What follows belongs to an exercise in optimizing a design on an open flow for small area, a short achievable clock period and few clock cycles per item; a production flow would make more cautious choices.
Only simulation tests tie the RTL to the original design; equivalence was not proved.

==> flow/design.v (excerpt) <==
module loop_frame (
    input  wire        clk,
    input  wire        rst,
    input  wire        cmd_valid,
    output wire        cmd_ready,
    input  wire [1:0]  cmd_op,
    input  wire [5:0]  cmd_addr,
    input  wire [31:0] cmd_data,
    input  wire [31:0] in_y,
    input  wire [31:0] in_r,
    input  wire [31:0] in_x1,
    input  wire [31:0] in_x2,
    input  wire [31:0] in_x3,
    output reg         out_valid,
    output reg  [31:0] out_value,
    output reg  [1:0]  out_lim,
    output reg  [11:0] out_flags
);
Size in the first run: ~27000 cells after synthesis, roughly 2800 flip-flops, roughly 230000 um^2 of cells after synthesis.
clock: 32.0 ns
lec_check: 0
abc_area: 1
cap_margin: 20
core_margin: 2
core_utilization: 40
place_density: 0.75
slew_margin: 30
tns_end_percent: 5
standard.sh (not shown) runs the stock make flow with config.mk's settings and CLKGATE_MAP_FILE= SYNTH_SCRIPT=/design/flow/synth_recipe.tcl, a recipe that flattens the netlist after the stock synthesis.
==> flow/flow/run.sh <==
#!/bin/bash
# Layout flow: the standard ORFS flow (standard.sh), with repair_timing aimed
# at a setup slack margin so that the critical paths are sized for a short period.
# The clock period and all constraints stay the design's. Each make/tool output
# goes to its own log in this folder (ORFS also keeps its per-step logs under orfs/logs).
set -euo pipefail
MARGIN=24
bash standard.sh SYNTH_ARGS=-noabc SETUP_SLACK_MARGIN=$MARGIN MATCH_CELL_FOOTPRINT=0 synth > flow_synth.log 2>&1
bash standard.sh SETUP_SLACK_MARGIN=$MARGIN MATCH_CELL_FOOTPRINT=0 floorplan > flow_floorplan.log 2>&1
bash standard.sh SETUP_SLACK_MARGIN=$MARGIN MATCH_CELL_FOOTPRINT=0 place > flow_place.log 2>&1
bash standard.sh SETUP_SLACK_MARGIN=$MARGIN MATCH_CELL_FOOTPRINT=0 cts > flow_cts.log 2>&1
bash standard.sh SETUP_SLACK_MARGIN=$MARGIN MATCH_CELL_FOOTPRINT=0 MAX_REPAIR_ANTENNAS_ITER_DRT=10 route > flow_route.log 2>&1
bash standard.sh SETUP_SLACK_MARGIN=$MARGIN MATCH_CELL_FOOTPRINT=0 finish > flow_finish.log 2>&1
Testbench counts at the start, summed over its fixed seeds: cycles 11,312, frames 1,600.
Rerun with:
--- a/flow/config.mk
+++ b/flow/config.mk
@@ -10,5 +10,7 @@
 export CORE_MARGIN = 2
 export CORE_UTILIZATION = 40
-export PLACE_DENSITY = 0.75
+export CTS_CLUSTER_DIAMETER = 100
+export CTS_CLUSTER_SIZE = 20
+export PLACE_DENSITY = 0.7
 export SLEW_MARGIN = 30
 export TNS_END_PERCENT = 5
Result:
- cell count decreases slightly
- area after synthesis stays the same
- hold slack hardly moves
- setup slack loses 41 ps

========
loop_frame again, from the RTL that the note above started with.
export LEC_CHECK = 0
export ABC_AREA = 1
export CAP_MARGIN = 20
export CORE_MARGIN = 2
export CORE_UTILIZATION = 40
export CTS_CLUSTER_DIAMETER = 120
export CTS_CLUSTER_SIZE = 24
export PLACE_DENSITY = 0.7
export SLEW_MARGIN = 30
export TNS_END_PERCENT = 5
create_clock -name core_clock -period 32.0 [get_ports {clk}]
Scripts as last shown in full above: flow/flow/run.sh
The baseline produced a clean layout.
Testbench counts at the start, summed over its fixed seeds: cycles 11,312, frames 1,600.
Change:
CTS_CLUSTER_DIAMETER = unset   (was 120)
CTS_CLUSTER_SIZE = unset   (was 24)
The new run passed the timing, DRC and antenna checks.
Synthesized area stays the same.
Utilization came out higher by 1.1 points.
Change:
PLACE_DENSITY = 0.65   (was 0.7)
TNS_END_PERCENT = 0   (was 5)
After rerunning: Routed wire length rises by 6.6%; die area does not change; worst setup slack loses 0.23 ns; area after synthesis stays the same; first-iteration DRC count goes down by 8.2%; final cell count hardly moves; fmax decreases by about 2.8%.
Change:
PLACE_DENSITY = 0.7   (was 0.65)
Effect:
- The changed run ran to the end with no violations
- cell area is about the same
- final cell count is about the same
- routed wire length went down by 6.4%
- worst setup slack improved by 0.23 ns
- sequential share of layout area barely changes
- non-clock buffer count is higher by 4
- die area stays the same
- utilization increases by 0.12 points
- first-iteration DRC count is higher by 8.6%
Change:
TNS_END_PERCENT = 10   (was 0)
Non-clock buffer count grows by 26.
Clock-buffer cell count does not change.
First-iteration DRC count fell by about 0.9%.
Hold slack improves by 0.011 ns.
Sequential share of layout area goes down by 0.11 points.
Utilization climbs by 0.20 points.

========
Setup of rev 12:
loop_frame, a different RTL version from the one above (not shown whole).
Size: about 31000 cells after synthesis, roughly 250 I/O pins, roughly 260000 µm² of cells after synthesis.
## loop_frame
module loop_frame (
    input  wire        clk,
    input  wire        rst,
    input  wire        cmd_valid,
    output wire        cmd_ready,
    input  wire [1:0]  cmd_op,
    input  wire [5:0]  cmd_addr,
    input  wire [31:0] cmd_data,
    input  wire [31:0] in_y,
    input  wire [31:0] in_r,
    input  wire [31:0] in_x1,
    input  wire [31:0] in_x2,
    input  wire [31:0] in_x3,
    output reg         out_valid,
    output reg  [31:0] out_value,
    output reg  [1:0]  out_lim,
    output reg  [11:0] out_flags
);
    localparam [31:0] SMAX = 32'h7fffffff;
    localparam [31:0] SMIN = 32'h80000000;
    localparam [31:0] ONE  = 32'h01000000;
    localparam F_SHAPE = 0, F_ERROR = 1, F_PID = 2, F_INTEG = 3, F_BQ0 = 4,
               F_BQ1 = 5, F_BQ2 = 6, F_BQ3 = 7, F_FF = 8, F_CLAMP = 9,
               F_RATE = 10, F_PSAT = 11;
    function [31:0] sat33;
        input [32:0] x;
        begin
            if (x[32] != x[31]) sat33 = x[32] ? SMIN : SMAX;
            else sat33 = x[31:0];
        end
    endfunction
    function ov33;
        input [32:0] x;
        begin
            ov33 = (x[32] != x[31]);
        end
    endfunction
    function [31:0] sat34;
        input [33:0] x;
        begin
            if (x[33] & ~(&x[32:31])) sat34 = SMIN;
  ...
Settings: LEC_CHECK=0, ABC_AREA=1, CAP_MARGIN=20, CORE_MARGIN=2, CORE_UTILIZATION=40, PLACE_DENSITY=0.7, SLEW_MARGIN=30, TNS_END_PERCENT=5; clock period 32.0 ns.
Scripts as last shown in full above: flow/flow/run.sh
Rev 12: all stages complete, timing, DRC and antenna checks passed
Testbench counts of rev 12, summed over its fixed seeds: cycles 9,704, frames 1,600.
[inputs] rev 13 vs rev 12
- changing SLEW_MARGIN from 30 to 20
- changing TNS_END_PERCENT from 5 to 0
-- flow/flow/run.sh --
<<< rev 12, line 12
bash standard.sh SETUP_SLACK_MARGIN=$MARGIN MATCH_CELL_FOOTPRINT=0 MAX_REPAIR_ANTENNAS_ITER_DRT=10 route > flow_route.log 2>&1
>>> rev 13, line 12
bash standard.sh SETUP_SLACK_MARGIN=$MARGIN MATCH_CELL_FOOTPRINT=0 route > flow_route.log 2>&1
Notes after the runs:
Against rev 12, routed metal-1 wire length in rev 13 fell slightly.
Row arrival time of the worst setup path: rev 13 higher / rev 12 lower
Between rev 13 and rev 12, the difference in die area is negligible.
Comparing rev 13 and rev 12, the lower utilization was measured on rev 13.
Per the final summary, rev 13 finished and its layout is clean on timing, DRC and antenna.
Summary — post-route clock period utilization, rev 13 relative to rev 12: higher, by 0.38 points.
Of rev 13 and rev 12, it is rev 13 that has the higher worst-path maximum fanout.
[compare] base=rev 12 new=rev 13: number of detailed-routing iterations run before antenna repair -1; setup slack decreased 0.12 ns.

========
## run 1
loop_frame with an RTL version that a note above also has.
For scale: about 27000 cells after synthesis, roughly 2800 flip-flops, roughly 250 I/O pins, about 0.23 mm^2 of cells after synthesis.
==> flow/config.mk <==
export PLATFORM = sky130hd
export DESIGN_NAME = loop_frame
export DESIGN_NICKNAME = loop_frame
export VERILOG_FILES = /design/flow/design.v
export SDC_FILE = /design/flow/constraint.sdc
export NUM_CORES = 8
export LEC_CHECK = 0
export ABC_AREA = 1
export CAP_MARGIN = 20
export CORE_MARGIN = 2
export CORE_UTILIZATION = 40
export CTS_BUF_LIST = sky130_fd_sc_hd__clkbuf_8
export PLACE_DENSITY = 0.7
export SLEW_MARGIN = 30
export TNS_END_PERCENT = 5
==> flow/constraint.sdc <==
create_clock -name core_clock -period 32.0 [get_ports {clk}]
set_input_delay 6.4000 -clock core_clock [delete_from_list [all_inputs] [get_ports {clk}]]
set_output_delay 6.4000 -clock core_clock [all_outputs]
set_load 0.01 [all_outputs]
==> flow/flow/run.sh <==
#!/bin/bash
# Layout flow: the standard ORFS flow (standard.sh), with repair_timing aimed
# at a setup slack margin so that the critical paths are sized for a short period.
# The clock period and all constraints stay the design's. Each make/tool output
# goes to its own log in this folder (ORFS also keeps its per-step logs under orfs/logs).
set -euo pipefail
MARGIN=24
bash standard.sh SYNTH_ARGS=-noabc SETUP_SLACK_MARGIN=$MARGIN MATCH_CELL_FOOTPRINT=0 synth > flow_synth.log 2>&1
bash standard.sh SETUP_SLACK_MARGIN=$MARGIN MATCH_CELL_FOOTPRINT=0 floorplan > flow_floorplan.log 2>&1
bash standard.sh SETUP_SLACK_MARGIN=$MARGIN MATCH_CELL_FOOTPRINT=0 place > flow_place.log 2>&1
bash standard.sh SETUP_SLACK_MARGIN=$MARGIN MATCH_CELL_FOOTPRINT=0 cts > flow_cts.log 2>&1
bash standard.sh SETUP_SLACK_MARGIN=$MARGIN MATCH_CELL_FOOTPRINT=0 MAX_REPAIR_ANTENNAS_ITER_DRT=10 route > flow_route.log 2>&1
bash standard.sh SETUP_SLACK_MARGIN=$MARGIN MATCH_CELL_FOOTPRINT=0 finish > flow_finish.log 2>&1
Testbench counts of run 1, summed over its fixed seeds: cycles 11,312, frames 1,600.
diff inputs: run 1 => run 2
- clearing CTS_BUF_LIST, which used to be sky130_fd_sc_hd__clkbuf_8
- swapping 5 for 20 in TNS_END_PERCENT
### Flow results
- Compared with run 1, in run 2 mean instance size in the synthesized netlist ~0 delta; synthesized cell count ~0 delta; clock-buffer cell count -28%; maximum frequency +about 2.7%.
- The total global routing track utilization on run 2 is in line with that on run 1.
- Wire length of the first global-routing pass across run 2 and run 1: no real change.
- Between run 2 and run 1, the total wire length figures differ only marginally.
- Maximum clock insertion buffer count came out exactly the same in run 2 and run 1.
Input changes introduced in run 3 (baseline for comparison: run 2):
- PLACE_DENSITY changed from 0.7 to 0.8
- TNS_END_PERCENT changed from 20 to 0
[summary]
In the flow results for run 3 and run 2, the highest achievable clock rate is larger on run 2.
Via count of the first global-routing pass grows by a few percent when moving from run 2 to run 3.
Per the comparison of run 3 with run 2, global-route usage up 2.4 points; clock distribution area overhead in the final layout level; detailed route wirelength on metal3 increased by about 8% relative to the old numbers; number of diodes higher; critical path depth saw an increase.
Compared with run 2, in run 3 time the worst path needs with I/O delays and setup up 0.22 ns; vias per cell up about 1.1%.
| cell area | lower: run 3 |

## port drivers added, routing unchanged
How much do the figures lean on ideal ports? The routed layouts below were timed once more, with nothing changed but the port constraints.
Step 1, drivers: a clkbuf_16 drives clk and a buf_2 each remaining input, both assumed.
Step 2, shift: input delay + t, output delay - t, t = (earliest + latest rising clock arrival at the registers) / 2. This alone moves slack from input paths to output paths.
a / b / c = no drivers / after step 1 / after step 2; a / b = the first two.
run	t, ns	setup WS [ns]	hold slack, ns	worst data-port slew with drivers (ns)
the first run of note 1	1.171	23.668 / 23.539 / 22.981	0.286 / 0.286 / 0.286	0.09
the second run of note 1	1.116	23.627 / 23.485 / 22.692	0.289 / 0.289 / 0.289	0.09
the first run of note 2	1.102	23.635 / 23.496 / 22.903	0.289 / 0.289 / 0.289	0.09
the second run of note 2	1.131	23.804 / 23.674 / 22.808	0.221 / 0.221 / 0.221	0.09
the third run of note 2	1.142	23.570 / 23.529 / 22.930	0.285 / 0.285 / 0.285	0.36
the fourth run of note 2	1.130	23.800 / 23.741 / 22.810	0.215 / 0.215 / 0.215	0.08
the fifth run of note 2	1.131	23.811 / 23.679 / 22.797	0.226 / 0.226 / 0.226	0.09
rev 12	1.153	23.516 / 23.375 / 22.649	0.257 / 0.257 / 0.257	0.29
rev 13	1.156	23.393 / 23.393 / 22.640	0.292 / 0.292 / 0.292	0.29
run 1	1.385	23.647 / 23.583 / 22.798	0.273 / 0.273 / 0.273	0.09
run 2	1.135	23.865 / 23.732 / 22.838	0.216 / 0.216 / 0.216	0.09
run 3	1.186	23.649 / 23.497 / 23.117	0.278 / 0.278 / 0.278	0.29
After both steps setup and hold are still met in every run listed. The setup slack of run 2, which loses most, moves by -0.133 ns with the drivers and by -1.027 ns with both steps.
